This is an optimization exercise on Yosys and OpenROAD, whose aim is small area, a short achievable clock period and few clock cycles per item, not a production implementation.
Function was checked by simulation only, so behaviour that the tests miss may differ from the original.
Power figures rest on the tool's default switching activity, not on a simulated workload.

File: flow/design.v
module mx_decode (
    input  wire [15:0]       lane,
    input  wire              e43,       
    input  wire              e52,       
    input  wire              kill,
    output wire              sign,
    output wire [7:0]        e,
    output wire [6:0]        f,
    output wire              is_special,
    output wire              is_zero,
    output wire signed [8:0] enorm,
    output wire [6:0]        mn
);
    wire fp8 = e43 | e52;
    assign sign = !kill && (fp8 ? lane[7] : lane[15]);
    assign e    = e43 ? {4'd0, lane[6:3]} : e52 ? {3'd0, lane[6:2]} : lane[14:7];
    assign f    = e43 ? {lane[2:0], 4'd0} : e52 ? {lane[1:0], 5'd0} : lane[6:0];
    assign is_special = e43 ? (lane[6:0] == 7'h7f) : e52 ? (lane[6:2] == 5'h1f) : (lane[14:7] == 8'hff);
    wire h = |e;
    assign is_zero = !h && (f == 7'd0);
    reg [2:0] lz;
    always @* begin
        casez (f)
            7'b1??????: lz = 3'd0;
            7'b01?????: lz = 3'd1;
            7'b001????: lz = 3'd2;
            7'b0001???: lz = 3'd3;
            7'b00001??: lz = 3'd4;
            7'b000001?: lz = 3'd5;
            default:    lz = 3'd6;
        endcase
    end
    wire [6:0] fs = f << lz;
    assign enorm = (is_zero || kill) ? -9'sd256 : h ? $signed({1'b0, e}) : -$signed({6'd0, lz});
    assign mn    = h ? f : {fs[5:0], 1'b0};
endmodule
module mx_round (
    input  wire              sign,
    input  wire signed [8:0] enorm,
    input  wire [6:0]        mn,
    input  wire signed [8:0] t,
    input  wire              elem,     
    output wire [7:0]        code,     
    output wire              sat
);
    wire signed [9:0] w1 = {enorm[8], enorm} - {t[8], t};
    wire pos  = (w1 > 10'sd0);
    wire far  = (w1 < -10'sd6);
    wire [2:0] rs = pos ? 3'd0 : far ? 3'd7 : 3'd1 - w1[2:0];
    wire [7:0] y0 = {1'b1, mn};
    wire [7:0] y1 = rs[0] ? {1'b0, y0[7:1]} : y0;
    wire       s1 = rs[0] & y0[0];
    wire [7:0] y2 = rs[1] ? {2'b0, y1[7:2]} : y1;
    wire       s2 = s1 | (rs[1] & |y1[1:0]);
    wire [7:0] x  = rs[2] ? {4'b0, y2[7:4]} : y2;
    wire       lost = s2 | (rs[2] & |y2[3:0]);
    wire st4 = |x[2:0] | lost;
    wire r4  = x[3] & (x[4] | st4);
    wire r2  = x[5] & (x[6] | x[4] | x[3] | st4);
    wire [3:0] ex = pos ? w1[3:0] : 4'd0;
    wire [6:0] m4 = {ex, x[6:4]} + {6'd0, r4};
    wire [2:0] m2 = {ex[1:0], x[6]} + {2'd0, r2};
    wire nz4 = |mn[4:0];
    wire sat4 = (w1 > 10'sd15) | ((w1 == 10'sd15) & mn[6] & mn[5] & nz4);
    wire sat2 = (w1 > 10'sd3)  | ((w1 == 10'sd3) & mn[6] & (mn[5] | nz4));
    assign sat  = elem ? sat2 : sat4;
    wire [6:0] mag = elem ? (sat2 ? 7'd7 : {4'd0, m2}) : (sat4 ? 7'h7e : m4);
    assign code = elem ? {4'd0, sign, mag[2:0]} : {sign, mag};
endmodule
module mx_quant (
    input  wire         clk,
    input  wire         rst,
    input  wire         in_valid,
    output wire         in_ready,
    input  wire [511:0] in_data,
    input  wire [1:0]   in_fmt,
    input  wire         in_elem,
    input  wire [1:0]   in_shift,
    output wire         out_valid,
    input  wire         out_ready,
    output wire [255:0] out_elems,
    output wire [15:0]  out_entry
);
    localparam NRP = 16;         
    reg            v1, v2;       
    reg            full;         
    reg            nfull;        
    reg            ov;           
    reg            wp;           
    reg  [NRP-1:0] rp;           
    wire           adv     = !full;
    wire           write   = v2 && !full;
    wire           deliver = ov && out_ready;
    wire           full_n  = (write && !deliver) ? ov : (deliver && !write) ? 1'b0 : full;
    wire           ov_n    = (write && !deliver) ? 1'b1 : (deliver && !write) ? full : ov;
    assign in_ready  = nfull;
    assign out_valid = ov;
    integer k;
    always @(posedge clk) begin
        if (rst) begin
            v1 <= 1'b0; v2 <= 1'b0; full <= 1'b0; nfull <= 1'b1; ov <= 1'b0; wp <= 1'b0;
        end else begin
            if (adv) begin
                v1 <= in_valid;
                v2 <= v1;
            end
            wp    <= wp ^ write;
            full  <= full_n;
            nfull <= !full_n;
            ov    <= ov_n;
        end
    end
    always @(posedge clk) begin
        for (k = 0; k < NRP; k = k + 1)
            if (rst) rp[k] <= 1'b0;
            else     rp[k] <= rp[k] ^ deliver;
    end
    reg [511:0] r1_data;
    reg         r1_bf, r1_e43, r1_e52;
    reg         r1_elem;
    reg [1:0]   r1_shn;
    always @(posedge clk) begin
        if (adv) begin
            r1_data <= in_data;
            r1_bf   <= (in_fmt != 2'd1) && (in_fmt != 2'd2);
            r1_e43  <= (in_fmt == 2'd1);
            r1_e52  <= (in_fmt == 2'd2);
            r1_elem <= in_elem;
            r1_shn  <= in_shift;
        end
    end
    wire [31:0]  l_sign, l_special, l_zero;
    wire [223:0] l_mn;
    wire [287:0] l_en;
    wire         any_special;
    integer      i;
    genvar g;
    generate
        for (g = 0; g < 32; g = g + 1) begin : lane
            wire [7:0] e_unused;
            wire [6:0] f_unused;
            mx_decode u_dec (
                .lane (r1_data[16*g +: 16]), .e43 (r1_e43), .e52 (r1_e52), .kill (any_special),
                .sign (l_sign[g]), .e (e_unused), .f (f_unused),
                .is_special (l_special[g]), .is_zero (l_zero[g]),
                .enorm (l_en[9*g +: 9]), .mn (l_mn[7*g +: 7])
            );
        end
    endgenerate
    assign any_special = |l_special;
    wire all_zero = &l_zero;
    wire [255:0] key;
            wire [223:0] frac_all;
    genvar b;
    generate
        for (g = 0; g < 32; g = g + 1) begin : kd
            assign key[8*g +: 8] = r1_bf ? r1_data[16*g + 7 +: 8] : {1'b0, r1_data[16*g +: 7]};
        end
    endgenerate
    function [3:0] lod16;        
        input [15:0] v;
        reg   [7:0]  v8;
        reg   [3:0]  v4;
        reg   [1:0]  v2;
        begin
            lod16[3] = |v[15:8];
            v8       = lod16[3] ? v[15:8] : v[7:0];
            lod16[2] = |v8[7:4];
            v4       = lod16[2] ? v8[7:4] : v8[3:0];
            lod16[1] = |v4[3:2];
            v2       = lod16[1] ? v4[3:2] : v4[1:0];
            lod16[0] = v2[1];
        end
    endfunction
    wire [15:0] ohh, ohl;
    wire [3:0]  mh, ml;
    wire [31:0] cand;
    generate
        for (b = 0; b < 16; b = b + 1) begin : hb
            wire [31:0] hv;
            for (g = 0; g < 32; g = g + 1) begin : hl
                assign hv[g] = (key[8*g + 4 +: 4] == b);
            end
            assign ohh[b] = |hv;
        end
    endgenerate
    assign mh = lod16(ohh);
    generate
        for (g = 0; g < 32; g = g + 1) begin : cd
            assign cand[g] = (key[8*g + 4 +: 4] == mh);
        end
        for (b = 0; b < 16; b = b + 1) begin : lb
            wire [31:0] lv;
            for (g = 0; g < 32; g = g + 1) begin : ll
                assign lv[g] = cand[g] && (key[8*g +: 4] == b);
            end
            assign ohl[b] = |lv;
        end
    endgenerate
    assign ml = lod16(ohl);
    generate
        for (g = 0; g < 32; g = g + 1) begin : fa
            assign frac_all[7*g +: 7] = r1_data[16*g +: 7];
        end
    endgenerate
    reg [6:0] forall;
    always @* begin
        forall = 7'd0;
        for (i = 0; i < 7; i = i + 1)
            forall[i] = |(frac_all & ({32{7'd1 << i}}));
    end
    wire [7:0] kmx = {mh, ml};
    wire [7:0] emx = r1_bf ? kmx : r1_e43 ? {4'd0, kmx[6:3]} : {3'd0, kmx[6:2]};
    wire [6:0] fsub = r1_bf ? forall : r1_e43 ? {kmx[2:0], 4'd0} : {kmx[1:0], 5'd0};
    reg [2:0] lzt;
    always @* begin
        casez (fsub)
            7'b1??????: lzt = 3'd0;
            7'b01?????: lzt = 3'd1;
            7'b001????: lzt = 3'd2;
            7'b0001???: lzt = 3'd3;
            7'b00001??: lzt = 3'd4;
            7'b000001?: lzt = 3'd5;
            default:    lzt = 3'd6;
        endcase
    end
    wire        nzmx = (emx != 8'd0);
    wire [4:0]  a    = (r1_elem ? 5'd3 : 5'd15) + {3'd0, r1_shn};
    wire [9:0]  ta_n = {2'd0, emx} - {5'd0, a};
    wire [9:0]  ta_s = -{7'd0, lzt} - {5'd0, a};
    wire [4:0]  ab   = r1_elem ? {3'd0, r1_shn} + 5'd2 : {3'd0, r1_shn} + 5'd8;    
    wire        clmp = r1_bf && (!nzmx || (emx <= {3'd0, ab}));
    wire [9:0]  bv   = r1_elem ? 10'h3ff : 10'h3f9;                                 
    wire [9:0]  tt   = clmp ? bv : nzmx ? ta_n : ta_s;
    reg [31:0]  r2_sign;
    reg [287:0] r2_en;
    reg [223:0] r2_mn;
    reg [8:0]   r2_t;
    reg         r2_elem;
    reg         r2_bf, r2_e43, r2_spec, r2_zero;
    always @(posedge clk) begin
        if (adv) begin
            r2_sign  <= l_sign;
            r2_en    <= l_en;
            r2_mn    <= l_mn;
            r2_t     <= tt[8:0];
            r2_elem  <= r1_elem;
            r2_bf    <= r1_bf;
            r2_e43   <= r1_e43;
            r2_spec  <= any_special;
            r2_zero  <= all_zero;
        end
    end
    wire [8:0] r2_b = r2_bf ? (r2_elem ? -9'sd1 : -9'sd7) :
                      r2_e43 ? (r2_elem ? -9'sd121 : -9'sd127) :
                               (r2_elem ? -9'sd113 : -9'sd119);
    wire [8:0] r2_sc = r2_t - r2_b;
    wire [9:0] r2_entry = r2_spec ? 10'h2ff : r2_zero ? 10'h17f : {2'b00, r2_sc[7:0]};
    wire [255:0] l_code;
    wire [31:0]  l_sat;
    generate
        for (g = 0; g < 32; g = g + 1) begin : quant
            mx_round u_rnd (
                .sign (r2_sign[g]), .enorm (r2_en[9*g +: 9]), .mn (r2_mn[7*g +: 7]),
                .t (r2_t), .elem (r2_elem),
                .code (l_code[8*g +: 8]), .sat (l_sat[g])
            );
        end
    endgenerate
    wire [266:0] result = {|l_sat, r2_entry, l_code};
    reg [266:0] qa, qb;
    always @(posedge clk) begin
        if (write && !wp) qa <= result;
        if (write &&  wp) qb <= result;
    end
    wire [266:0] head_w;
    genvar j;
    generate
        for (j = 0; j < 267; j = j + 1) begin : omux
            assign head_w[j] = rp[j % NRP] ? qb[j] : qa[j];
        end
    endgenerate
    assign out_elems = head_w[255:0];
    assign out_entry = {5'd0, head_w[266:256]};
endmodule
File: flow/constraint.sdc
create_clock -name core_clock -period 34.0 [get_ports {clk}]
set_input_delay 6.8000 -clock core_clock [delete_from_list [all_inputs] [get_ports {clk}]]
set_output_delay 6.8000 -clock core_clock [all_outputs]
set_load 0.01 [all_outputs]
File: flow/config.mk
export PLATFORM = sky130hd
export DESIGN_NAME = mx_quant
export DESIGN_NICKNAME = mx_quant
export VERILOG_FILES = /design/flow/design.v
export SDC_FILE = /design/flow/constraint.sdc
export NUM_CORES = 4
export LEC_CHECK = 0
export CAP_MARGIN = 50
export CORE_MARGIN = 2
export CORE_UTILIZATION = 55
export SLEW_MARGIN = 70
File: flow/run.sh
#!/bin/bash
# synth_recipe.tcl (not shown) runs the flow's synth.tcl, then flattens the netlist and writes it again
# the make line also repeats each setting of config.mk as NAME=value (left out here)
make -C /OpenROAD-flow-scripts/flow DESIGN_CONFIG=/design/flow/config.mk WORK_HOME=/design/flow/orfs CLKGATE_MAP_FILE= SYNTH_SCRIPT=/design/flow/synth_recipe.tcl finish
==> results.ini, run 1 <==
[status]
outcome=aborted with a tool error
stopping_stage=global routing (5_1_grt)
first-error=[ERROR GRT-0232] Routing congestion too high. Check the congestion heatmap in the GUI.

[die]
placementRows=172
initial_core_util_pct=55.1
y_dimension_of_the_die_um=473
io_pins=795
die-width_um=473

[synth]
ys_seq_area_share_pct=40.4
yosys_warnings=2
netlist-cell-type-count=111
synth-edff-count=1610
proportion_of_register_bits_with_asynchronous_set_or_reset_after_synthesis_pct=0
synth.cell_area_um2=121000
synthesis.instances=13421
synth_ff_type=edfxtp_1
register_bit_count_reported_by_yosys=1632
postSynthAreaPerCell_um2=9.00

[clock_tree]
cts_post_setup_buffers_inserted=0
post_cts.resized_instances=0
max-clock-path-buffers=3
cts_made_buffers=171
hold_buffers=0
root_buffer=clkbuf_16
htree_levels=4
numClockSinks=1632

[grt]
grt_max_degree=79
track_usage_pct=79.3
grt_antenna_before_repair=177
grt.overflow.total=9

[place]
place_congestion=1.32
port_buffers=789
dp.cells=17357
hpwlAfterDp_um=579000

==> cell families after synthesis <==
| group | synth area share [%] |
|---|---|
| multiplexers | 6.40 |
| adder cells (fa/ha/maj) | 5.35 |
| AO/OA/AOI/OAI | 19.3 |
| XOR/XNOR | 3.03 |
| AND/OR/NAND/NOR | 20.7 |
| buffers and inverters | 4.82 |
| flip-flops | 40.4 |
| other | 0.00310 |
==> per-layer routing <==
| metal | overflow | global-route usage (%) |
|---|---|---|
| met5 | 0 | 47.9 |
| met4 | 6 | 73.7 |
| met3 | 0 | 69.8 |
| met2 | 2 | 90.7 |
| met1 | 1 | 80.6 |
==> power by group through the flow <==
stage,clock network [mW],logic (mW),registers [mW]
after floorplan,0,2.98,2.57
after global placement,0,4.06,2.69
after detailed placement,0,4.67,2.61
after CTS,1.95,4.84,2.57
==> how the worst max path moves through the flow <==
| stage | end |
|---|---|
| after CTS | r2_t[5] |
| after detailed placement | r2_t[5] |
| after global placement | r2_t[5] |
| after floorplan | qb[0] |
==> synthesized netlist by cell type (all sizes together), types with 239 or more instances <==
cell	number	area share, %
nor2	1306	4.1
nand2	1269	3.9
mux2i	393	3.3
o22ai	267	1.4
mux2	315	2.9
edfxtp	1610	40
ha	460	4.8
xnor2	239	1.7
nand4	343	1.8
nand3	312	1.3
nor3	430	1.8
a21oi	1132	4.7
inv	604	1.9
clkbuf	642	2.0
o21ai	699	2.9
==> per-stage QoR <==
stage	cell area, um^2	setup WS, ps
2_1_floorplan	121000	4230
3_3_place_gp	132000	21620
3_5_place_dp	142000	22710
4_1_cts	148000	22680
Testbench counts, summed over its fixed seeds: cycles 3,224, items 3,200.
==> inputs of run 2 (changes only) <==
--- a/flow/design.v
+++ b/flow/design.v
@@ -36,14 +36,14 @@
 endmodule
 module mx_round (
     input  wire              sign,
-    input  wire signed [8:0] enorm,
+    input  wire signed [9:0] ena,      
     input  wire [6:0]        mn,
-    input  wire signed [8:0] t,
+    input  wire signed [9:0] s,        
     input  wire              elem,     
     output wire [7:0]        code,     
     output wire              sat
 );
-    wire signed [9:0] w1 = {enorm[8], enorm} - {t[8], t};
+    wire signed [9:0] w1 = ena - s;
     wire pos  = (w1 > 10'sd0);
     wire far  = (w1 < -10'sd6);
     wire [2:0] rs = pos ? 3'd0 : far ? 3'd7 : 3'd1 - w1[2:0];
@@ -91,8 +91,8 @@
     wire           adv     = !full;
     wire           write   = v2 && !full;
     wire           deliver = ov && out_ready;
-    wire           full_n  = (write && !deliver) ? ov : (deliver && !write) ? 1'b0 : full;
-    wire           ov_n    = (write && !deliver) ? 1'b1 : (deliver && !write) ? full : ov;
+    wire           full_n  = full ? !deliver : (write && ov && !deliver);
+    wire           ov_n    = full ? 1'b1 : (write || (ov && !deliver));
     assign in_ready  = nfull;
     assign out_valid = ov;
     integer k;
@@ -113,16 +113,17 @@
     always @(posedge clk) begin
         for (k = 0; k < NRP; k = k + 1)
             if (rst) rp[k] <= 1'b0;
-            else     rp[k] <= rp[k] ^ deliver;
+            else if (out_ready) rp[k] <= rp[k] ^ ov;
     end
     reg [511:0] r1_data;
-    reg         r1_bf, r1_e43, r1_e52;
+    reg         r1_bf, r1_fp8, r1_e43, r1_e52;
     reg         r1_elem;
     reg [1:0]   r1_shn;
     always @(posedge clk) begin
         if (adv) begin
             r1_data <= in_data;
             r1_bf   <= (in_fmt != 2'd1) && (in_fmt != 2'd2);
+            r1_fp8  <= (in_fmt == 2'd1) || (in_fmt == 2'd2);
             r1_e43  <= (in_fmt == 2'd1);
             r1_e52  <= (in_fmt == 2'd2);
             r1_elem <= in_elem;
@@ -154,7 +155,11 @@
     genvar b;
     generate
         for (g = 0; g < 32; g = g + 1) begin : kd
-            assign key[8*g +: 8] = r1_bf ? r1_data[16*g + 7 +: 8] : {1'b0, r1_data[16*g +: 7]};
+            if (g < 16) begin : kb
+                assign key[8*g +: 8] = r1_bf ? r1_data[16*g + 7 +: 8] : {1'b0, r1_data[16*g +: 7]};
+            end else begin : kf
+                assign key[8*g +: 8] = r1_fp8 ? {1'b0, r1_data[16*g +: 7]} : r1_data[16*g + 7 +: 8];
+            end
         end
     endgenerate
     function [3:0] lod16;        
@@ -226,43 +231,48 @@
     end
     wire        nzmx = (emx != 8'd0);
     wire [4:0]  a    = (r1_elem ? 5'd3 : 5'd15) + {3'd0, r1_shn};
-    wire [9:0]  ta_n = {2'd0, emx} - {5'd0, a};
-    wire [9:0]  ta_s = -{7'd0, lzt} - {5'd0, a};
-    wire [4:0]  ab   = r1_elem ? {3'd0, r1_shn} + 5'd2 : {3'd0, r1_shn} + 5'd8;    
+    wire [4:0]  ab   = (r1_elem ? 5'd2 : 5'd8) + {3'd0, r1_shn};     
     wire        clmp = r1_bf && (!nzmx || (emx <= {3'd0, ab}));
-    wire [9:0]  bv   = r1_elem ? 10'h3ff : 10'h3f9;                                 
-    wire [9:0]  tt   = clmp ? bv : nzmx ? ta_n : ta_s;
+    wire [9:0]  etop = nzmx ? {2'd0, emx} : -{7'd0, lzt};
+    wire [9:0]  sv   = clmp ? {5'd0, ab} : etop;
+    wire [319:0] l_ena;
+    generate
+        for (g = 0; g < 32; g = g + 1) begin : ea
+            assign l_ena[10*g +: 10] = {l_en[9*g + 8], l_en[9*g +: 9]} + {5'd0, a};
+        end
+    endgenerate
     reg [31:0]  r2_sign;
-    reg [287:0] r2_en;
+    reg [319:0] r2_ena;
     reg [223:0] r2_mn;
-    reg [8:0]   r2_t;
-    reg         r2_elem;
-    reg         r2_bf, r2_e43, r2_spec, r2_zero;
+    reg [9:0]   r2_s;
+    reg [4:0]   r2_ab;
+    reg         r2_elem, r2_bf, r2_e43, r2_clmp, r2_spec, r2_zero;
     always @(posedge clk) begin
         if (adv) begin
             r2_sign  <= l_sign;
-            r2_en    <= l_en;
+            r2_ena   <= l_ena;
             r2_mn    <= l_mn;
-            r2_t     <= tt[8:0];
+            r2_s     <= sv;
+            r2_ab    <= {3'd0, r1_shn} + (r1_elem ? 5'd2 : 5'd8);
             r2_elem  <= r1_elem;
             r2_bf    <= r1_bf;
             r2_e43   <= r1_e43;
+            r2_clmp  <= clmp;
             r2_spec  <= any_special;
             r2_zero  <= all_zero;
         end
     end
-    wire [8:0] r2_b = r2_bf ? (r2_elem ? -9'sd1 : -9'sd7) :
-                      r2_e43 ? (r2_elem ? -9'sd121 : -9'sd127) :
-                               (r2_elem ? -9'sd113 : -9'sd119);
-    wire [8:0] r2_sc = r2_t - r2_b;
+    wire [9:0] r2_abf = r2_bf ? {5'd0, r2_ab} :
+                        r2_e43 ? {5'd0, r2_ab} - 10'd120 : {5'd0, r2_ab} - 10'd112;
+    wire [9:0] r2_sc  = r2_clmp ? 10'd0 : r2_s - r2_abf;
     wire [9:0] r2_entry = r2_spec ? 10'h2ff : r2_zero ? 10'h17f : {2'b00, r2_sc[7:0]};
     wire [255:0] l_code;
     wire [31:0]  l_sat;
     generate
         for (g = 0; g < 32; g = g + 1) begin : quant
             mx_round u_rnd (
-                .sign (r2_sign[g]), .enorm (r2_en[9*g +: 9]), .mn (r2_mn[7*g +: 7]),
-                .t (r2_t), .elem (r2_elem),
+                .sign (r2_sign[g]), .ena (r2_ena[10*g +: 10]), .mn (r2_mn[7*g +: 7]),
+                .s (r2_s), .elem (r2_elem),
                 .code (l_code[8*g +: 8]), .sat (l_sat[g])
             );
         end
--- a/flow/config.mk
+++ b/flow/config.mk
@@ -5,7 +5,8 @@
 export SDC_FILE = /design/flow/constraint.sdc
 export NUM_CORES = 4
 export LEC_CHECK = 0
+export ABC_AREA = 1
 export CAP_MARGIN = 50
 export CORE_MARGIN = 2
-export CORE_UTILIZATION = 55
+export CORE_UTILIZATION = 40
 export SLEW_MARGIN = 70
==> run 2 against run 1 <==
Effect of this change: now clean on timing, DRC and antenna; area after synthesis is 5.7% higher; synthesized cell count grew 27%.
==> results.ini, run 2 <==
[synth]
synth.cell_area_um2=128000  ; +5.7%
proportion_of_register_bits_with_asynchronous_set_or_reset_after_synthesis_pct=0  ; unchanged
synth_common_cells=nand2_1, inv_1, nor2_1
register_bit_count_reported_by_yosys=1671  ; +2.4%
netlist-cell-type-count=77  ; -31%
postSynthAreaPerCell_um2=7.50  ; -17%
share_of_yosys_cell_area_claimed_by_the_top_area_cell_type_pct=38.8  ; -1.2 points
synth-edff-count=1649  ; +2.4%
synth.most_common_cell=nand2_1
yosys_warnings=2  ; unchanged
synthesis.instances=17026  ; +27%
ys_top_cells_by_area=edfxtp_1, nand2_1, inv_1, nor2_1, ha_1
synthDominantAreaCellType=edfxtp_1
synth_ff_type=edfxtp_1
ys_seq_area_share_pct=39.1  ; -1.3 points

[routing]
routed_wirelength_um=644000
detail_route.first_pass.iterations=6
number_of_design_rule_violations_left_by_the_first_detailed_router_iteration=18875
route.antenna.remaining_nets=0
drcViolationCount=0
wl_per_cell_um=28.7
dr_total_vias=130014
avgViaCountPerCell=5.79

[status]
outcome=complete, no violations

[clock_tree]
cts_post_setup_buffers_inserted=0  ; unchanged
htree_levels=4  ; unchanged
max-clock-path-buffers=4  ; +1
hold_buffers=0  ; unchanged
root_buffer=clkbuf_16
numClockSinks=1671  ; +2.4%
post_cts.resized_instances=0  ; unchanged
clk_latency_ps=920
cts.clk_slew.worst_paths_ps=70
cts_made_buffers=193  ; +13%
cts_tree=yes

[place]
hpwlAfterDp_um=534000  ; -7.7%
port_buffers=789  ; unchanged
place_congestion=1.08  ; -18%
post_dp_cell_area_um2=146000  ; +2.7%

[job]
drv.max_cap_violation_count=0

[setup_path]
worst_r2r_startpoint=r1_bf
cp-startpoint=rp[4]
timing_worst_setup_path_type=reg -> out
ff2ff_setup_slack_ps=24800
reg2regPathDepth=53
critical_path_arrival_ps=3010
worstSetupStartpointType=flop
crit_fanout=18
critical_path_rt_ps=27200
regToRegEndpoint=r2_s[3]
crit_path_end_kind=output pin

[hold_path]
hold_path_class=reg -> reg
hold-path-endpoint=v1
hold_start=v1
whs_path_depth=2

[power_and_ir_drop]
power.share.combinational_pct=57.3
netSwitchingPower_mw=5.83
highest_ir_drop_seen_on_vdd_uv=47.6
clkPwrFrac_pct=18.0
netSwitchingFraction_pct=48.7
power_report.internal_total_mw=6.15
powerDensity_nw_per_um2=77.7
leakagePower_nw=67.8
power.sequential.fraction_pct=24.6
finalPower_mw=12.0

[timing]
timing.setup.tns_ps=0
setup_repair_after_global_routing_missed_its_margin=false
hold_viol=0
final_max_slew_viol_count=0
timing.clock.skew_ps=61.5
fmax_ghz=0.102
setup_viol=0
post-route-min-period_ps=9810
worst_slew_pin_slew_ps=542
worst_slew_margin_rel_pct=63.6
finalCritPeriodShare_pct=28.9

[die]
placementRows=207  ; +20%
core_um2=318000
io_pins=795  ; unchanged
initial_core_util_pct=40.2  ; -15 points
die-width_um=569  ; +20%
y_dimension_of_the_die_um=569  ; +20%
die_area_um2=324000

[finish]
mostFrequentLayoutCell=nand2_1
largest_register_ffs=512
largest_registers=r1_data x512, r2_ena x320
layout.nets=19276
stdcell_area_um2=154000
top_register=r1_data
layout.cells.most_common_list=nand2_1, inv_1, nor2_1
fillers=31361
drive_gt1_share_pct=8.90
area.growth.synth_to_final_pct=20.7

[grt]
grt_antenna_before_repair=46
grt_pass1_vias=113819
grt_max_degree=104
track_usage_pct=38.4
global_route_wire_length_before_repair_um=882000
grt.overflow.total=0

run 2: area by class of cell:
type / instances / area (um^2) / area share [%]
antenna: 16 / 40.0 / 0.0260
clock buffer: 229 / 5040 / 3.27
clock inverter: 121 / 1410 / 0.918
inverter: 2448 / 9350 / 6.07
multi-input combinational: 12525 / 70300 / 45.7
sequential: 1671 / 50000 / 32.4
tap: 4180 / 5230 / 3.39
timing repair buffer: 1249 / 12700 / 8.24
run 2: metal layers:
layer  global-route usage, %  vias up  part of all wire, %
met1                    58.7    61537                   45
met2                    49.6     7763                   37
met4                    14.5       22                  4.3
met5                       0        -                0.024
met3                    11.0      902                   13
li1                        -    59790                    -
run 2: worst max-delay path by stage:
stage	slack, ps	end	cells past startpoint
finish	24190	out_entry[4]	6
global route	24170	out_entry[4]	6
CTS	24150	out_entry[4]	6
detailed placement	25110	r2_s[3]	53
global placement	24160	out_elems[44]	5
floorplan	9590	full	4
run 2: kinds of logic (layout without fill, tap and decap cells):
group	Yosys count	count (layout)	synth area share [%]
AOI/OAI and AO/OA	3322	3322	15.3
xor gates and xnor gates	591	591	4.06
adders and majority gates	667	667	6.92
buffers and inverters	2834	4047	8.54
DFF	1671	1671	39.1
muxes	6	6	0.0471
other	1	21	0.00294
and+or+nand+nor	7934	7934	26.0
run 2: critical path: stages, from the launching register on:
cell and delay [ps]:
dfxtp_1 330, buf_6 310, clkinv_1 350, buf_6 300, nand2_1 100, nand2_1 110
clkdlybuf4s50_1 510
run 2: power groups by stage:
stage          sequential [mW]  clock [mW]  combinational [mW]
3_5_place_dp              2.98           0                6.55
3_3_place_gp              3.00           0                6.26
6_report                  2.95        2.16                6.87
4_1_cts                   2.94        2.19                6.59
5_1_grt                   2.96        2.26                7.56
2_1_floorplan             2.87           0                4.37
run 2: through the flow:
stage | cells | utilization (%) | hold slack [ps] | worst slack (ps)
after floorplan | 17030 | - | 424 | 9590
after detailed placement | 22024 | 46.0 | 477 | 25110
after global placement | 21768 | 44.2 | 454 | 24160
after CTS | 22374 | 48.0 | 488 | 24150
after global routing | 22431 | 48.5 | 512 | 24170
final | 22439 | 48.5 | 495 | 24190
Testbench counts of run 2, summed over its fixed seeds: cycles 3,224, items 3,200.
==> inputs of run 3 (changes only) <==
--- a/flow/design.v
+++ b/flow/design.v
@@ -87,7 +87,7 @@
     reg            nfull;        
     reg            ov;           
     reg            wp;           
-    reg  [NRP-1:0] rp;           
+    reg  [NRP-1:0] rpa, rpb;     
     wire           adv     = !full;
     wire           write   = v2 && !full;
     wire           deliver = ov && out_ready;
@@ -112,8 +112,13 @@
     end
     always @(posedge clk) begin
         for (k = 0; k < NRP; k = k + 1)
-            if (rst) rp[k] <= 1'b0;
-            else if (out_ready) rp[k] <= rp[k] ^ ov;
+            if (rst) begin
+                rpa[k] <= 1'b0;
+                rpb[k] <= 1'b1;
+            end else if (out_ready) begin
+                rpa[k] <= rpa[k] ^ ov;
+                rpb[k] <= rpb[k] ^ ov;
+            end
     end
     reg [511:0] r1_data;
     reg         r1_bf, r1_fp8, r1_e43, r1_e52;
@@ -214,9 +219,38 @@
         for (i = 0; i < 7; i = i + 1)
             forall[i] = |(frac_all & ({32{7'd1 << i}}));
     end
-    wire [7:0] kmx = {mh, ml};
-    wire [7:0] emx = r1_bf ? kmx : r1_e43 ? {4'd0, kmx[6:3]} : {3'd0, kmx[6:2]};
-    wire [6:0] fsub = r1_bf ? forall : r1_e43 ? {kmx[2:0], 4'd0} : {kmx[1:0], 5'd0};
+    wire [4:0]  a    = (r1_elem ? 5'd3 : 5'd15) + {3'd0, r1_shn};
+    wire [319:0] l_ena;
+    generate
+        for (g = 0; g < 32; g = g + 1) begin : ea
+            assign l_ena[10*g +: 10] = {l_en[9*g + 8], l_en[9*g +: 9]} + {5'd0, a};
+        end
+    endgenerate
+    reg [31:0]  r2_sign;
+    reg [319:0] r2_ena;
+    reg [223:0] r2_mn;
+    reg [7:0]   r2_kmx;
+    reg [6:0]   r2_forall;
+    reg [1:0]   r2_shn;
+    reg         r2_elem, r2_bf, r2_e43, r2_spec, r2_zero;
+    always @(posedge clk) begin
+        if (adv) begin
+            r2_sign   <= l_sign;
+            r2_ena    <= l_ena;
+            r2_mn     <= l_mn;
+            r2_kmx    <= {mh, ml};
+            r2_forall <= forall;
+            r2_shn    <= r1_shn;
+            r2_elem   <= r1_elem;
+            r2_bf     <= r1_bf;
+            r2_e43    <= r1_e43;
+            r2_spec   <= any_special;
+            r2_zero   <= all_zero;
+        end
+    end
+    wire [7:0] kmx = r2_kmx;
+    wire [7:0] emx = r2_bf ? kmx : r2_e43 ? {4'd0, kmx[6:3]} : {3'd0, kmx[6:2]};
+    wire [6:0] fsub = r2_bf ? r2_forall : r2_e43 ? {kmx[2:0], 4'd0} : {kmx[1:0], 5'd0};
     reg [2:0] lzt;
     always @* begin
         casez (fsub)
@@ -230,49 +264,20 @@
         endcase
     end
     wire        nzmx = (emx != 8'd0);
-    wire [4:0]  a    = (r1_elem ? 5'd3 : 5'd15) + {3'd0, r1_shn};
-    wire [4:0]  ab   = (r1_elem ? 5'd2 : 5'd8) + {3'd0, r1_shn};     
-    wire        clmp = r1_bf && (!nzmx || (emx <= {3'd0, ab}));
+    wire [4:0]  ab   = (r2_elem ? 5'd2 : 5'd8) + {3'd0, r2_shn};     
+    wire        clmp = r2_bf && (!nzmx || (emx <= {3'd0, ab}));
     wire [9:0]  etop = nzmx ? {2'd0, emx} : -{7'd0, lzt};
     wire [9:0]  sv   = clmp ? {5'd0, ab} : etop;
-    wire [319:0] l_ena;
-    generate
-        for (g = 0; g < 32; g = g + 1) begin : ea
-            assign l_ena[10*g +: 10] = {l_en[9*g + 8], l_en[9*g +: 9]} + {5'd0, a};
-        end
-    endgenerate
-    reg [31:0]  r2_sign;
-    reg [319:0] r2_ena;
-    reg [223:0] r2_mn;
-    reg [9:0]   r2_s;
-    reg [4:0]   r2_ab;
-    reg         r2_elem, r2_bf, r2_e43, r2_clmp, r2_spec, r2_zero;
-    always @(posedge clk) begin
-        if (adv) begin
-            r2_sign  <= l_sign;
-            r2_ena   <= l_ena;
-            r2_mn    <= l_mn;
-            r2_s     <= sv;
-            r2_ab    <= {3'd0, r1_shn} + (r1_elem ? 5'd2 : 5'd8);
-            r2_elem  <= r1_elem;
-            r2_bf    <= r1_bf;
-            r2_e43   <= r1_e43;
-            r2_clmp  <= clmp;
-            r2_spec  <= any_special;
-            r2_zero  <= all_zero;
-        end
-    end
-    wire [9:0] r2_abf = r2_bf ? {5'd0, r2_ab} :
-                        r2_e43 ? {5'd0, r2_ab} - 10'd120 : {5'd0, r2_ab} - 10'd112;
-    wire [9:0] r2_sc  = r2_clmp ? 10'd0 : r2_s - r2_abf;
-    wire [9:0] r2_entry = r2_spec ? 10'h2ff : r2_zero ? 10'h17f : {2'b00, r2_sc[7:0]};
+    wire [9:0] abf  = r2_bf ? {5'd0, ab} : r2_e43 ? {5'd0, ab} - 10'd120 : {5'd0, ab} - 10'd112;
+    wire [9:0] sc   = clmp ? 10'd0 : etop - abf;
+    wire [9:0] r2_entry = r2_spec ? 10'h2ff : r2_zero ? 10'h17f : {2'b00, sc[7:0]};
     wire [255:0] l_code;
     wire [31:0]  l_sat;
     generate
         for (g = 0; g < 32; g = g + 1) begin : quant
             mx_round u_rnd (
                 .sign (r2_sign[g]), .ena (r2_ena[10*g +: 10]), .mn (r2_mn[7*g +: 7]),
-                .s (r2_s), .elem (r2_elem),
+                .s (sv), .elem (r2_elem),
                 .code (l_code[8*g +: 8]), .sat (l_sat[g])
             );
         end
@@ -287,7 +292,7 @@
     genvar j;
     generate
         for (j = 0; j < 267; j = j + 1) begin : omux
-            assign head_w[j] = rp[j % NRP] ? qb[j] : qa[j];
+            assign head_w[j] = (rpb[j % NRP] & qa[j]) | (rpa[j % NRP] & qb[j]);
         end
     endgenerate
     assign out_elems = head_w[255:0];
==> flow/flow/run.sh (new file) <==
#!/bin/bash
# Layout flow: the standard ORFS flow (standard.sh, unchanged synthesis),
# with one difference: the input and output ports are buffered with
# sky130_fd_sc_hd__buf_2 instead of the cell buffer_ports picks by default.
set -euo pipefail
here=$(pwd)
cp config.mk flow_config.mk
echo 'export BUFFER_PORTS_ARGS = -buffer_cell sky130_fd_sc_hd__buf_2' >> flow_config.mk
sed "s#DESIGN_CONFIG=[^ ]*#DESIGN_CONFIG=$here/flow_config.mk#" standard.sh > flow_standard.sh
bash flow_standard.sh finish > flow_make.log 2>&1
==> flow/standard.sh (new file) <==
#!/bin/bash
# synth_recipe.tcl (not shown) runs the flow's synth.tcl, then flattens the netlist and writes it again
# the make line also repeats each setting of config.mk as NAME=value (left out here)
make -C /OpenROAD-flow-scripts/flow DESIGN_CONFIG=/design/flow/config.mk WORK_HOME=/design/flow/orfs CLKGATE_MAP_FILE= SYNTH_SCRIPT=/design/flow/synth_recipe.tcl "${@:-finish}"
removed: flow/run.sh
==> run 3 against run 2 <==
Effect of this change: setup slack gained 630 ps; hold slack lost 20 ps; register-to-register slack gained 420 ps; highest routed layer unchanged; via count grew 5.4%; clock skew grew 48 ps; non-clock buffer count grew 165; count of clock-buffer cells in the layout shrank 2; largest cell class unchanged; clock power is essentially flat; wire length grew 12%; critical endpoint is now out_elems[114]; die area grew 2.6%.
==> results.ini, run 3 <==
[status]
outcome=complete, no violations

[synth]
ys_top_cells_by_area=edfxtp_1, nand2_1, inv_1, nor2_1, ha_1
yosys_warnings=2  ; unchanged
proportion_of_register_bits_with_asynchronous_set_or_reset_after_synthesis_pct=0  ; unchanged
synth_common_cells=nand2_1, inv_1, nor2_1
synth.cell_area_um2=131000  ; +2.6%
register_bit_count_reported_by_yosys=1688  ; +1.0%
ys_seq_area_share_pct=38.4  ; -0.74 points
synthDominantAreaCellType=edfxtp_1
postSynthAreaPerCell_um2=7.34  ; -2.1%
synthesis.instances=17853  ; +4.9%
netlist-cell-type-count=85  ; +10%
synth_ff_type=edfxtp_1
synth-edff-count=1650  ; +0.061%
synth.most_common_cell=nand2_1
share_of_yosys_cell_area_claimed_by_the_top_area_cell_type_pct=37.8  ; -0.97 points

[power_and_ir_drop]
powerDensity_nw_per_um2=75.6  ; -2.8%
highest_ir_drop_seen_on_vdd_uv=59.1  ; +24%
leakagePower_nw=71.4  ; +5.3%

[grt]
global_route_wire_length_before_repair_um=968000  ; +9.8%
grt_max_degree=68  ; -35%
grt_pass1_vias=119336  ; +4.8%
track_usage_pct=41.9  ; +3.6 points
grt_antenna_before_repair=96  ; +110%
grt.overflow.total=0  ; unchanged

[place]
place_congestion=1.13  ; +4.5%
port_buffers=789  ; unchanged
hpwlAfterDp_um=610000  ; +14%

[finish]
mostFrequentLayoutCell=nand2_1
largest_registers=r1_data x512, r2_ena x320
layout.cells.most_common_list=nand2_1, inv_1, nor2_1
drive_gt1_share_pct=14.6  ; +5.7 points
area.growth.synth_to_final_pct=18.3
layout.nets=20199  ; +4.8%
finish.utilization_pct=47.4  ; -1.0 points
top_register=r1_data
largest_register_ffs=512  ; unchanged

[die]
io_pins=795  ; unchanged
die-width_um=576  ; +1.3%
y_dimension_of_the_die_um=576  ; +1.3%
core_um2=327000  ; +2.8%
die_area_um2=332000  ; +2.6%
placementRows=210  ; +1.4%
initial_core_util_pct=40.1  ; -0.053 points

[clock_tree]
htree_levels=4  ; unchanged
cts_made_buffers=195  ; +1.0%
hold_buffers=0  ; unchanged
root_buffer=clkbuf_16
cts_tree=yes
clk_latency_ps=970  ; +50 ps
post_cts.resized_instances=0  ; unchanged
cts_post_setup_buffers_inserted=0  ; unchanged
max-clock-path-buffers=4  ; unchanged
numClockSinks=1688  ; +1.0%
cts.clk_slew.worst_paths_ps=60  ; about the same

[routing]
routed_wirelength_um=723000  ; +12%
detail_route.first_pass.iterations=8  ; +2
route.antenna.remaining_nets=0  ; unchanged
avgViaCountPerCell=5.80  ; +0.15%
dr_total_vias=137023  ; +5.4%
wl_per_cell_um=30.6  ; +6.7%
drcViolationCount=0  ; unchanged
number_of_design_rule_violations_left_by_the_first_detailed_router_iteration=21240  ; +13%

[timing]
setup_repair_after_global_routing_missed_its_margin=false
timing.setup.tns_ps=0  ; unchanged
fmax_ghz=0.109  ; +6.9%
hold_viol=0  ; unchanged
setup_viol=0  ; unchanged
post-route-min-period_ps=9180  ; -633 ps
finalCritPeriodShare_pct=27.0  ; -1.9 points
worst_slew_margin_rel_pct=63.0  ; -0.67 points
timing.clock.skew_ps=110  ; +48.1 ps
final_max_slew_viol_count=0  ; unchanged
worst_slew_pin_slew_ps=554  ; +11.6 ps

[setup_path]
reg2regPathDepth=39  ; -26%
crit_path_end_kind=output pin
worst_r2r_startpoint=r1_fp8
ff2ff_setup_slack_ps=25220  ; +420 ps
worstSetupStartpointType=flop
timing_worst_setup_path_type=reg -> out
timing.critical_path.cells=buf_4 -> a22o_1 -> buf_2
critical_path_buf_inv_count=2  ; -2
regToRegEndpoint=r2_kmx[0]
crit_fanout=13  ; -5
timing.critical_path.max_delay_family=flip-flops
critical_path.slowest_cell=dfxtp_2
critPathMaxStageDelay_ps=590  ; +80 ps
critical_path_arrival_ps=2380  ; -630 ps
critical_path_rt_ps=27200  ; about the same

[hold_path]
hold_start=rpa[14]
hold-path-endpoint=rpa[14]
hold_path_class=reg -> reg
whs_path_depth=1  ; -1

[job]
drv.max_cap_violation_count=0  ; unchanged

run 3: worst max path at each step:
stage	start	to	depth (start not counted)	slack, ps
after floorplan	full	full	4	9700
final	rpb[2]	out_elems[114]	3	24820
after global routing	rpb[2]	out_entry[2]	3	24850
after global placement	r1_fp8	r2_kmx[0]	41	24710
after CTS	rpb[2]	out_elems[114]	3	24810
after detailed placement	r1_fp8	r2_kmx[0]	38	25660
run 3: logic make-up after synthesis:
group	Yosys count	share of synthesized area (%)
compound gates	3214	14.5
mux	1	0.00764
fa+ha+maj	631	6.22
xor+xnor	469	3.16
buf+inv	2977	8.77
other cells	1	0.00286
flops	1688	38.4
simple gates	8872	29.0
run 3: stage by stage:
stage / setup slack, ps / cells / area [um^2] / hold WS [ps] / power [mW]
floorplan: 9700 / 17857 / 131000 / 424 / 7.27
global placement: 24710 / 22766 / 140000 / 437 / 9.16
detailed placement: 25660 / 23153 / 147000 / 465 / 9.35
CTS: 24810 / 23512 / 154000 / 475 / 11.5
global route: 24850 / 23581 / 155000 / 493 / 12.5
finish: 24820 / 23614 / 155000 / 475 / 11.7
run 3: metal layers:
| layer | global-route usage (%) | up-vias | part of all wire [%] |
|---|---|---|---|
| li1 | - | 62900 | - |
| met1 | 62.3 | 64895 | 44 |
| met2 | 54.8 | 8139 | 38 |
| met3 | 11.3 | 1065 | 12 |
| met4 | 20.8 | 24 | 5.7 |
| met5 | 0 | - | 0.046 |
run 3: where the power goes:
group / leakage, nW / switching (mW) / internal (mW) / total, mW
combinational: 51.0 / 4.65 / 2.02 / 6.66
clock: 3.07 / 0.934 / 1.20 / 2.14
sequential: 17.3 / 0.209 / 2.70 / 2.91
run 3: cell type report:
type | instances | area (um^2)
diodes | 59 | 148
clock buffers | 227 | 5020
clock inverters | 132 | 1310
fillers | 32673 | 172000
inverters | 2556 | 9690
multi-input cells | 13192 | 72800
flip-flops and latches | 1688 | 50400
well taps | 4346 | 5440
repair buffers | 1414 | 10100
Testbench counts of run 3, summed over its fixed seeds: cycles 3,224, items 3,200.
==> inputs of run 4 (changes only) <==
--- a/flow/design.v
+++ b/flow/design.v
@@ -43,10 +43,11 @@
     output wire [7:0]        code,     
     output wire              sat
 );
-    wire signed [9:0] w1 = ena - s;
-    wire pos  = (w1 > 10'sd0);
-    wire far  = (w1 < -10'sd6);
-    wire [2:0] rs = pos ? 3'd0 : far ? 3'd7 : 3'd1 - w1[2:0];
+    wire [9:0] w1 = ena - s;
+    wire neg  = w1[9];
+    wire pos  = !neg && (w1[4:0] != 5'd0);
+    wire near = neg && (w1[8:3] == 6'h3f) && (w1[2:1] != 2'b00);    
+    wire [2:0] rs = pos ? 3'd0 : near ? 3'd1 - w1[2:0] : (neg ? 3'd7 : 3'd1);
     wire [7:0] y0 = {1'b1, mn};
     wire [7:0] y1 = rs[0] ? {1'b0, y0[7:1]} : y0;
     wire       s1 = rs[0] & y0[0];
@@ -61,8 +62,8 @@
     wire [6:0] m4 = {ex, x[6:4]} + {6'd0, r4};
     wire [2:0] m2 = {ex[1:0], x[6]} + {2'd0, r2};
     wire nz4 = |mn[4:0];
-    wire sat4 = (w1 > 10'sd15) | ((w1 == 10'sd15) & mn[6] & mn[5] & nz4);
-    wire sat2 = (w1 > 10'sd3)  | ((w1 == 10'sd3) & mn[6] & (mn[5] | nz4));
+    wire sat4 = !neg & (w1[4] | ((w1[3:0] == 4'hf) & mn[6] & mn[5] & nz4));
+    wire sat2 = !neg & ((w1[4:2] != 3'd0) | ((w1[1:0] == 2'd3) & mn[6] & (mn[5] | nz4)));
     assign sat  = elem ? sat2 : sat4;
     wire [6:0] mag = elem ? (sat2 ? 7'd7 : {4'd0, m2}) : (sat4 ? 7'h7e : m4);
     assign code = elem ? {4'd0, sign, mag[2:0]} : {sign, mag};
@@ -81,7 +82,7 @@
     output wire [255:0] out_elems,
     output wire [15:0]  out_entry
 );
-    localparam NRP = 16;         
+    localparam NRP = 24;         
     reg            v1, v2;       
     reg            full;         
     reg            nfull;        
@@ -220,6 +221,9 @@
             forall[i] = |(frac_all & ({32{7'd1 << i}}));
     end
     wire [4:0]  a    = (r1_elem ? 5'd3 : 5'd15) + {3'd0, r1_shn};
+    wire [7:0]  kmx1  = {mh, ml};
+    wire [7:0]  emx1  = r1_bf ? kmx1 : r1_e43 ? {4'd0, kmx1[6:3]} : {3'd0, kmx1[6:2]};
+    wire [6:0]  fsub1 = r1_bf ? forall : r1_e43 ? {kmx1[2:0], 4'd0} : {kmx1[1:0], 5'd0};
     wire [319:0] l_ena;
     generate
         for (g = 0; g < 32; g = g + 1) begin : ea
@@ -229,8 +233,8 @@
     reg [31:0]  r2_sign;
     reg [319:0] r2_ena;
     reg [223:0] r2_mn;
-    reg [7:0]   r2_kmx;
-    reg [6:0]   r2_forall;
+    reg [7:0]   r2_emx;
+    reg [6:0]   r2_fsub;
     reg [1:0]   r2_shn;
     reg         r2_elem, r2_bf, r2_e43, r2_spec, r2_zero;
     always @(posedge clk) begin
@@ -238,8 +242,8 @@
             r2_sign   <= l_sign;
             r2_ena    <= l_ena;
             r2_mn     <= l_mn;
-            r2_kmx    <= {mh, ml};
-            r2_forall <= forall;
+            r2_emx    <= emx1;
+            r2_fsub   <= fsub1;
             r2_shn    <= r1_shn;
             r2_elem   <= r1_elem;
             r2_bf     <= r1_bf;
@@ -248,9 +252,8 @@
             r2_zero   <= all_zero;
         end
     end
-    wire [7:0] kmx = r2_kmx;
-    wire [7:0] emx = r2_bf ? kmx : r2_e43 ? {4'd0, kmx[6:3]} : {3'd0, kmx[6:2]};
-    wire [6:0] fsub = r2_bf ? r2_forall : r2_e43 ? {kmx[2:0], 4'd0} : {kmx[1:0], 5'd0};
+    wire [7:0] emx  = r2_emx;
+    wire [6:0] fsub = r2_fsub;
     reg [2:0] lzt;
     always @* begin
         casez (fsub)
==> run 4 against run 3 <==
Effect of this change: non-clock buffer count shrank 128; sequential power grew 5%; first-iteration DRC count shrank 13%; total power grew 6.7%; hold slack gained 22 ps; clock skew shrank 44 ps; wire length shrank 5.5%; synthesized cell count shrank 3.0%; cell count shrank 2.9%; critical endpoint is now out_elems[169]; utilization shrank 0.36 points; still clean on timing, DRC and antenna; critical path depth shrank 1; sequential share of layout area grew 0.82 points.
==> results.ini, run 4 <==
[finish]
drive_gt1_share_pct=13.5  ; -1.1 points
top_register=r1_data
layout.nets=19559  ; -3.2%
area.growth.synth_to_final_pct=17.4
mostFrequentLayoutCell=nand2_1
layout.cells.non_filler=22919  ; -2.9%
largest_registers=r1_data x512, r2_ena x320
layout.cells.most_common_list=nand2_1, inv_1, nor2_1
largest_register_ffs=512  ; unchanged
finish.utilization_pct=47.1  ; -0.36 points

[timing]
setup_viol=0  ; unchanged
setup_repair_after_global_routing_missed_its_margin=false
timing.clock.skew_ps=65.2  ; -44.4 ps
final_max_slew_viol_count=0  ; unchanged
fmax_ghz=0.113  ; +3.8%
post-route-min-period_ps=8840  ; -337 ps
finalCritPeriodShare_pct=26.0  ; -0.99 points
hold_viol=0  ; unchanged
worst_slew_margin_rel_pct=62.1  ; -0.87 points
timing.setup.tns_ps=0  ; unchanged
worst_slew_pin_slew_ps=567  ; +12.9 ps
worst_setup_margin_ps=25160  ; +337 ps

[routing]
number_of_design_rule_violations_left_by_the_first_detailed_router_iteration=18444  ; -13%
wl_per_cell_um=29.8  ; -2.6%
route.antenna.remaining_nets=0  ; unchanged
avgViaCountPerCell=5.81  ; +0.14%
dr_total_vias=133171  ; -2.8%
detail_route.first_pass.iterations=9  ; +1
routed_wirelength_um=683000  ; -5.5%
drcViolationCount=0  ; unchanged

[setup_path]
timing.critical_path.max_delay_family=flip-flops
critical_path_rt_ps=27200  ; about the same
regToRegEndpoint=r2_fsub[4]
timing_worst_setup_path_type=reg -> out
ff2ff_setup_slack_ps=25450  ; +230 ps
timing.critical_path.cells=a22o_1 -> buf_2
critical_path_buf_inv_count=1  ; -1
crit_path_end_kind=output pin
critical_path_arrival_ps=2040  ; -340 ps
worst_r2r_startpoint=r1_bf
reg2regPathDepth=43  ; +10%
critPathMaxStageDelay_ps=510  ; -80 ps
crit_fanout=14  ; +1
worstSetupStartpointType=flop
critical_path.slowest_cell=dfxtp_4

[die]
placementRows=209  ; -0.48%
die-width_um=574  ; -0.47%
io_pins=795  ; unchanged
y_dimension_of_the_die_um=574  ; -0.47%
die_area_um2=329000  ; -0.93%
core_um2=323000  ; -0.96%
initial_core_util_pct=40.1  ; about the same

[synth]
register_bit_count_reported_by_yosys=1704  ; +0.95%
synth_ff_type=edfxtp_1
proportion_of_register_bits_with_asynchronous_set_or_reset_after_synthesis_pct=0  ; unchanged
ys_seq_area_share_pct=39.0  ; +0.61 points
synthDominantAreaCellType=edfxtp_1
synthesis.instances=17324  ; -3.0%
synth.most_common_cell=nand2_1
synth_common_cells=nand2_1, inv_1, nor2_1
synth-edff-count=1650  ; unchanged
yosys_warnings=2  ; unchanged
postSynthAreaPerCell_um2=7.49  ; +2.1%
ys_top_cells_by_area=edfxtp_1, nand2_1, inv_1, nor2_1, ha_1
netlist-cell-type-count=82  ; -3.5%
synth.cell_area_um2=130000  ; -0.94%
share_of_yosys_cell_area_claimed_by_the_top_area_cell_type_pct=38.2  ; +0.36 points

[place]
place_worst_setup_slack_ps=25660  ; +1.80 ps
place_congestion=1.13  ; +0.22%
port_buffers=789  ; unchanged
hpwlAfterDp_um=573000  ; -6.1%
dp.cells=22494  ; -2.8%

[power_and_ir_drop]
leakagePower_nw=69.3  ; -2.9%
netSwitchingPower_mw=6.30  ; +8.7%
power.share.combinational_pct=57.7  ; +0.8 points
power_report.internal_total_mw=6.21  ; +4.8%
clkPwrFrac_pct=17.9  ; -0.4 points
power.sequential.fraction_pct=24.5  ; -0.4 points
highest_ir_drop_seen_on_vdd_uv=50.4  ; -15%
powerDensity_nw_per_um2=82.1  ; +8.6%
netSwitchingFraction_pct=50.3  ; +0.92 points
finalPower_mw=12.5  ; +6.7%

[clock_tree]
htree_levels=4  ; unchanged
cts_post_setup_buffers_inserted=0  ; unchanged
cts_tree=yes
hold_buffers=0  ; unchanged
root_buffer=clkbuf_16
cts_made_buffers=199  ; +2.1%
max-clock-path-buffers=4  ; unchanged
post_cts.resized_instances=0  ; unchanged
clk_latency_ps=950  ; -20 ps
cts.clk_slew.worst_paths_ps=60  ; about the same
numClockSinks=1704  ; +0.95%

[grt]
grt_antenna_before_repair=74  ; -23%
global_route_wire_length_before_repair_um=926000  ; -4.3%
grt_pass1_vias=117586  ; -1.5%
grt_max_degree=70  ; +2.9%
track_usage_pct=39.9  ; -2.0 points
grt.overflow.total=0  ; unchanged

[hold_path]
whs_path_depth=2  ; +1
hold_path_class=reg -> reg
hold_start=v1
hold-path-endpoint=v1

[job]
drv.max_cap_violation_count=0  ; unchanged

[status]
outcome=complete, no violations

[run 4: cell families (layout without fill, tap and decap cells)]
kind of cell,after synthesis,after routing,share of synthesized area [%]
flip-flops,1704,1704,39.0
multiplexers,3,3,0.0231
XOR/XNOR,519,519,3.51
AND/OR/NAND/NOR,8267,8267,27.1
other,1,34,0.00289
buffers and inverters,2881,4118,8.58
AO/OA/AOI/OAI,3313,3313,15.4
adder cells (fa/ha/maj),636,636,6.32
[run 4: worst register-to-register path, delay by kind of cell, from the launching register on]
kind,cells,cell delay (ps)
buffers and inverters,9,2690
AOI/OAI and AO/OA,3,660
and+or+nand+nor,31,4650
DFF,1,400
[run 4: stage by stage]
step                      hold WS [ps]  area, um^2
after floorplan                    449      130000
after global placement             476      139000
after detailed placement           484      145000
after CTS                          495      151000
after global routing               524      152000
final                              496      152000
[run 4: power groups by stage]
| stage | clock [mW] | combinational, mW | sequential, mW |
|---|---|---|---|
| finish | 2.23 | 7.21 | 3.06 |
| global route | 2.33 | 7.88 | 3.06 |
| CTS | 2.26 | 6.94 | 3.05 |
| detailed placement | 0 | 6.90 | 3.09 |
| global placement | 0 | 6.63 | 3.11 |
| floorplan | 0 | 4.45 | 2.94 |
[run 4: cell type report]
type / count / area (um^2)
sequential: 1704 / 50800
inverter: 2468 / 9360
clock buffer: 230 / 5140
fill: 32523 / 171000
antenna: 29 / 72.6
tap: 4325 / 5410
multi-input combinational: 12743 / 71400
timing repair buffer: 1286 / 8680
clock inverter: 134 / 1490
[run 4: how the worst max path moves through the flow]
stage	from	endpoint	slack, ps	cells past startpoint
detailed placement	r1_bf	r2_fsub[4]	25660	43
global placement	r2_elem	qa[99]	24790	33
finish	rpb[1]	out_elems[169]	25160	2
global route	rpb[1]	out_elems[169]	25110	2
floorplan	full	full	9570	4
CTS	rpb[1]	out_elems[169]	25080	2
[run 4: metal layers]
metal	part of all wire (%)	vias up	global-route usage, %
li1	-	61218	-
met1	44	63418	58.0
met2	39	7391	55.1
met3	11	1132	9.45
met4	5.8	12	19.2
met5	0.012	-	0
Testbench counts of run 4, summed over its fixed seeds: cycles 3,224, items 3,200.
==> inputs of run 5 (changes only) <==
--- a/flow/design.v
+++ b/flow/design.v
@@ -36,14 +36,14 @@
 endmodule
 module mx_round (
     input  wire              sign,
-    input  wire signed [9:0] ena,      
+    input  wire signed [8:0] enorm,
     input  wire [6:0]        mn,
-    input  wire signed [9:0] s,        
+    input  wire signed [9:0] t,
     input  wire              elem,     
     output wire [7:0]        code,     
     output wire              sat
 );
-    wire [9:0] w1 = ena - s;
+    wire [9:0] w1 = {enorm[8], enorm} - t;
     wire neg  = w1[9];
     wire pos  = !neg && (w1[4:0] != 5'd0);
     wire near = neg && (w1[8:3] == 6'h3f) && (w1[2:1] != 2'b00);    
@@ -82,44 +82,28 @@
     output wire [255:0] out_elems,
     output wire [15:0]  out_entry
 );
-    localparam NRP = 24;         
     reg            v1, v2;       
+    reg            ov;           
     reg            full;         
     reg            nfull;        
-    reg            ov;           
-    reg            wp;           
-    reg  [NRP-1:0] rpa, rpb;     
-    wire           adv     = !full;
-    wire           write   = v2 && !full;
-    wire           deliver = ov && out_ready;
-    wire           full_n  = full ? !deliver : (write && ov && !deliver);
-    wire           ov_n    = full ? 1'b1 : (write || (ov && !deliver));
+    wire           adv      = !full;
+    wire           write    = v2 && !full;
+    wire           hfree    = !ov || out_ready;      
+    wire           full_n   = !hfree && (full || write);
     assign in_ready  = nfull;
     assign out_valid = ov;
-    integer k;
     always @(posedge clk) begin
         if (rst) begin
-            v1 <= 1'b0; v2 <= 1'b0; full <= 1'b0; nfull <= 1'b1; ov <= 1'b0; wp <= 1'b0;
+            v1 <= 1'b0; v2 <= 1'b0; ov <= 1'b0; full <= 1'b0; nfull <= 1'b1;
         end else begin
             if (adv) begin
                 v1 <= in_valid;
                 v2 <= v1;
             end
-            wp    <= wp ^ write;
+            ov    <= hfree ? (full || write) : 1'b1;
             full  <= full_n;
             nfull <= !full_n;
-            ov    <= ov_n;
-        end
-    end
-    always @(posedge clk) begin
-        for (k = 0; k < NRP; k = k + 1)
-            if (rst) begin
-                rpa[k] <= 1'b0;
-                rpb[k] <= 1'b1;
-            end else if (out_ready) begin
-                rpa[k] <= rpa[k] ^ ov;
-                rpb[k] <= rpb[k] ^ ov;
-            end
+        end
     end
     reg [511:0] r1_data;
     reg         r1_bf, r1_fp8, r1_e43, r1_e52;
@@ -220,18 +204,11 @@
         for (i = 0; i < 7; i = i + 1)
             forall[i] = |(frac_all & ({32{7'd1 << i}}));
     end
-    wire [4:0]  a    = (r1_elem ? 5'd3 : 5'd15) + {3'd0, r1_shn};
     wire [7:0]  kmx1  = {mh, ml};
     wire [7:0]  emx1  = r1_bf ? kmx1 : r1_e43 ? {4'd0, kmx1[6:3]} : {3'd0, kmx1[6:2]};
     wire [6:0]  fsub1 = r1_bf ? forall : r1_e43 ? {kmx1[2:0], 4'd0} : {kmx1[1:0], 5'd0};
-    wire [319:0] l_ena;
-    generate
-        for (g = 0; g < 32; g = g + 1) begin : ea
-            assign l_ena[10*g +: 10] = {l_en[9*g + 8], l_en[9*g +: 9]} + {5'd0, a};
-        end
-    endgenerate
     reg [31:0]  r2_sign;
-    reg [319:0] r2_ena;
+    reg [287:0] r2_en;
     reg [223:0] r2_mn;
     reg [7:0]   r2_emx;
     reg [6:0]   r2_fsub;
@@ -240,7 +217,7 @@
     always @(posedge clk) begin
         if (adv) begin
             r2_sign   <= l_sign;
-            r2_ena    <= l_ena;
+            r2_en     <= l_en;
             r2_mn     <= l_mn;
             r2_emx    <= emx1;
             r2_fsub   <= fsub1;
@@ -267,10 +244,11 @@
         endcase
     end
     wire        nzmx = (emx != 8'd0);
+    wire [4:0]  a    = (r2_elem ? 5'd3 : 5'd15) + {3'd0, r2_shn};
     wire [4:0]  ab   = (r2_elem ? 5'd2 : 5'd8) + {3'd0, r2_shn};     
     wire        clmp = r2_bf && (!nzmx || (emx <= {3'd0, ab}));
     wire [9:0]  etop = nzmx ? {2'd0, emx} : -{7'd0, lzt};
-    wire [9:0]  sv   = clmp ? {5'd0, ab} : etop;
+    wire [9:0]  tv   = clmp ? (r2_elem ? 10'h3ff : 10'h3f9) : etop - {5'd0, a};
     wire [9:0] abf  = r2_bf ? {5'd0, ab} : r2_e43 ? {5'd0, ab} - 10'd120 : {5'd0, ab} - 10'd112;
     wire [9:0] sc   = clmp ? 10'd0 : etop - abf;
     wire [9:0] r2_entry = r2_spec ? 10'h2ff : r2_zero ? 10'h17f : {2'b00, sc[7:0]};
@@ -279,25 +257,18 @@
     generate
         for (g = 0; g < 32; g = g + 1) begin : quant
             mx_round u_rnd (
-                .sign (r2_sign[g]), .ena (r2_ena[10*g +: 10]), .mn (r2_mn[7*g +: 7]),
-                .s (sv), .elem (r2_elem),
+                .sign (r2_sign[g]), .enorm (r2_en[9*g +: 9]), .mn (r2_mn[7*g +: 7]),
+                .t (tv), .elem (r2_elem),
                 .code (l_code[8*g +: 8]), .sat (l_sat[g])
             );
         end
     endgenerate
     wire [266:0] result = {|l_sat, r2_entry, l_code};
-    reg [266:0] qa, qb;
-    always @(posedge clk) begin
-        if (write && !wp) qa <= result;
-        if (write &&  wp) qb <= result;
-    end
-    wire [266:0] head_w;
-    genvar j;
-    generate
-        for (j = 0; j < 267; j = j + 1) begin : omux
-            assign head_w[j] = (rpb[j % NRP] & qa[j]) | (rpa[j % NRP] & qb[j]);
-        end
-    endgenerate
-    assign out_elems = head_w[255:0];
-    assign out_entry = {5'd0, head_w[266:256]};
+    reg [266:0] qh, qs;
+    always @(posedge clk) begin
+        if (write) qs <= result;
+        if (hfree) qh <= full ? qs : result;
+    end
+    assign out_elems = qh[255:0];
+    assign out_entry = {5'd0, qh[266:256]};
 endmodule
==> run 5 against run 4 <==
Effect of this change: area after synthesis fell by 7.8%; synthesized cell count fell by 5.1%; largest cell class unchanged; first-iteration DRC count fell by 0.49%; clock power fell by 4%; total power rose by 1.3%; still clean; cell count fell by 5.7%.
==> results.ini, run 5 <==
[die]
die-width_um=551  ; -4.0%
initial_core_util_pct=40.2  ; +0.13 points
placementRows=200  ; -4.3%
core_um2=297000  ; -8.1%
io_pins=795  ; unchanged
y_dimension_of_the_die_um=551  ; -4.0%
die_area_um2=304000  ; -7.7%

[setup_path]
critical_path_arrival_ps=9370  ; +7330 ps
ff2ff_setup_slack_ps=25360  ; -90 ps
critical_path.slowest_cell=or3b_2
path_common_cell=nand2_1
worstSetupStartpointType=flop
critPathMaxStageDelay_ps=460  ; -50 ps
crit_path_end_kind=flop
crit_fanout=21  ; +7
timing_worst_setup_path_type=reg -> reg
critical_path_rt_ps=34730  ; +7530 ps

[synth]
synth-edff-count=1618  ; -1.9%
synthesis.instances=16446  ; -5.1%
synth.most_common_cell=nand2_1
postSynthAreaPerCell_um2=7.28  ; -2.9%
register_bit_count_reported_by_yosys=1623  ; -4.8%
share_of_yosys_cell_area_claimed_by_the_top_area_cell_type_pct=40.6  ; +2.4 points
proportion_of_register_bits_with_asynchronous_set_or_reset_after_synthesis_pct=0  ; unchanged
synth_common_cells=nand2_1, inv_1, nor2_1
yosys_warnings=2  ; unchanged
ys_top_cells_by_area=edfxtp_1, nand2_1, inv_1, nor2_1, o21ai_0
synthDominantAreaCellType=edfxtp_1
synth.cell_area_um2=120000  ; -7.8%
netlist-cell-type-count=75  ; -8.5%
ys_seq_area_share_pct=40.7  ; +1.7 points
synth_ff_type=edfxtp_1

[finish]
fillers=29976  ; -7.8%
finish.utilization_pct=47.0  ; -0.070 points
top_register=r1_data
largest_registers=r1_data x512, r2_en x288
stdcell_area_um2=140000  ; -8.2%
area.growth.synth_to_final_pct=16.8
largest_register_ffs=512  ; unchanged
layout.nets=18499  ; -5.4%
layout.cells.most_common_list=nand2_1, inv_1, nor2_1
mostFrequentLayoutCell=nand2_1
drive_gt1_share_pct=12.4  ; -1.1 points

[timing]
setup_repair_after_global_routing_missed_its_margin=false
timing.setup.tns_ps=0  ; unchanged
final_max_slew_viol_count=0  ; unchanged
fmax_ghz=0.116  ; +2.4%
worst_slew_margin_rel_pct=62.4  ; +0.27 points
worst_setup_margin_ps=25360  ; +206 ps
worst_slew_pin_slew_ps=565  ; -1.92 ps
finalCritPeriodShare_pct=25.4  ; -0.60 points
hold_viol=0  ; unchanged
setup_viol=0  ; unchanged
timing.clock.skew_ps=73.0  ; +7.81 ps
post-route-min-period_ps=8640  ; -206 ps

[grt]
grt.overflow.total=0  ; unchanged
global_routing_met1_resource_utilization_pct=56.9  ; -1.1 points
global_route_wire_length_before_repair_um=779000  ; -16%
use_met2_pct=45.5  ; -9.6 points
grt_pass1_vias=106876  ; -9.1%
grt_antenna_before_repair=47  ; -36%
grt_max_degree=81  ; +16%
gr-usage-met3_pct=7.66  ; -1.8 points
track_usage_pct=35.6  ; -4.3 points
busiest_layer=met1

[routing]
route.antenna.remaining_nets=0  ; unchanged
routed_wirelength_um=560000  ; -18%
dr_total_vias=122327  ; -8.1%
wl_per_cell_um=25.9  ; -13%
number_of_design_rule_violations_left_by_the_first_detailed_router_iteration=18354  ; -0.49%
avgViaCountPerCell=5.66  ; -2.6%
drcViolationCount=0  ; unchanged
detail_route.first_pass.iterations=7  ; -2

[clock_tree]
clk_latency_ps=950  ; about the same
cts_post_setup_buffers_inserted=0  ; unchanged
post_cts.resized_instances=0  ; unchanged
cts.clk_slew.worst_paths_ps=90  ; +30 ps
cts_made_buffers=190  ; -4.5%
hold_buffers=0  ; unchanged
htree_levels=4  ; unchanged
cts_tree=yes
max-clock-path-buffers=4  ; unchanged
numClockSinks=1623  ; -4.8%
root_buffer=clkbuf_16

[place]
hpwlAfterDp_um=460000  ; -20%
place_congestion=1.08  ; -3.9%
post_dp_cell_area_um2=132000  ; -8.5%
port_buffers=789  ; unchanged
place_worst_setup_slack_ps=25420  ; -238 ps

[power_and_ir_drop]
highest_ir_drop_seen_on_vdd_uv=72.7  ; +44%
powerDensity_nw_per_um2=90.6  ; +10%
leakagePower_nw=64.5  ; -6.9%

[status]
outcome=complete, no violations

[hold_path]
hold_path_class=reg -> reg

[job]
drv.max_cap_violation_count=0  ; unchanged

-- run 5: cell types whose count changed after synthesis, moves of 115 or more --
cell and change:
nand2_1 +450, a22o_1 -261, xor2_1 -246, ha_1 -165, inv_1 -117, o21ai_0 +115
-- run 5: logic make-up (layout without fill, tap and decap cells) --
logic type / count (synthesis) / count (layout) / synth area share (%)
DFF: 1623 / 1623 / 40.7
AOI/OAI and AO/OA: 2980 / 2980 / 14.2
buffers and inverters: 2737 / 3943 / 8.84
xor gates and xnor gates: 220 / 220 / 1.61
adders and majority gates: 473 / 473 / 5.16
and+or+nand+nor: 8412 / 8412 / 29.5
other: 1 / 19 / 0.00313
-- run 5: final timing paths --
path               from     end  cells past startpoint
min                  v1      v1                      2
max          r2_fsub[6]  qh[30]                     43
max reg2reg  r2_fsub[6]  qh[30]                     43
min reg2reg          v1      v1                      2
-- run 5: critical path: cells and delay by family (launching register included) --
family	cells	cell delay, ps
and+or+nand+nor	23	3910
DFF	1	440
buffers and inverters	6	490
adders and majority gates	6	1600
AOI/OAI and AO/OA	8	1940
-- run 5: through the flow --
stage | hold WS, ps | power, mW | cells
floorplan | 400 | 7.87 | 16450
global placement | 459 | 10.1 | 20901
detailed placement | 470 | 10.3 | 21220
CTS | 479 | 12.5 | 21563
global route | 508 | 13.7 | 21597
finish | 481 | 12.7 | 21609
-- run 5: routing by layer --
metal	share of wire, %	wire length [um]	vias to the layer above
li1	-	-	57518
met2	37	206000	6569
met4	4.2	23500	14
met1	48	266000	57397
met3	11	64100	829
met5	0.016	88	-
-- run 5: cell type report --
type | count | area, um^2 | share of cell area, %
flip-flops and latches | 1623 | 48700 | 34.8
multi-input cells | 12090 | 62200 | 44.5
diodes | 14 | 35.0 | 0.0251
clock buffers | 209 | 4830 | 3.45
clock inverters | 134 | 1560 | 1.11
inverters | 2331 | 8860 | 6.34
well taps | 3939 | 4930 | 3.53
repair buffers | 1269 | 8670 | 6.21
-- run 5: report_power, final --
part | leakage [nW] | internal [mW] | switching, mW
Combinational | 44.1 | 2.36 | 5.21
Sequential | 17.3 | 2.76 | 0.197
Clock | 3.07 | 1.22 | 0.924
Total | 64.5 | 6.33 | 6.33
Testbench counts of run 5, summed over its fixed seeds: cycles 3,224, items 3,200.

afterwards: timing with drivers on the ports:
The flow's constraints put no driver on any port. The routed layouts listed below were extracted and timed again, unchanged, in two steps. Step 1, drivers: a clkbuf_16 drives clk and a buf_2 each remaining input, both assumed. Step 2 also shifts input and output timing later by t, the mid clock arrival at the registers, as if the neighbouring blocks saw the same clock. Slacks: no drivers / after step 1 / after step 2; pairs: no drivers / after step 1.
run	t, ns	slack for setup (ns)	worst register clock-pin slew, ns	worst data-port slew with drivers (ns)
run 2	0.994	24.189 / 24.088 / 24.802	0.07 / 0.07	0.14
run 3	1.040	24.822 / 24.693 / 25.221	0.09 / 0.09	0.15
run 4	1.041	25.159 / 25.035 / 25.454	0.09 / 0.09	0.27
run 5	1.012	25.365 / 25.352 / 25.365	0.09 / 0.09	0.15
After both steps every run listed still meets setup and hold.
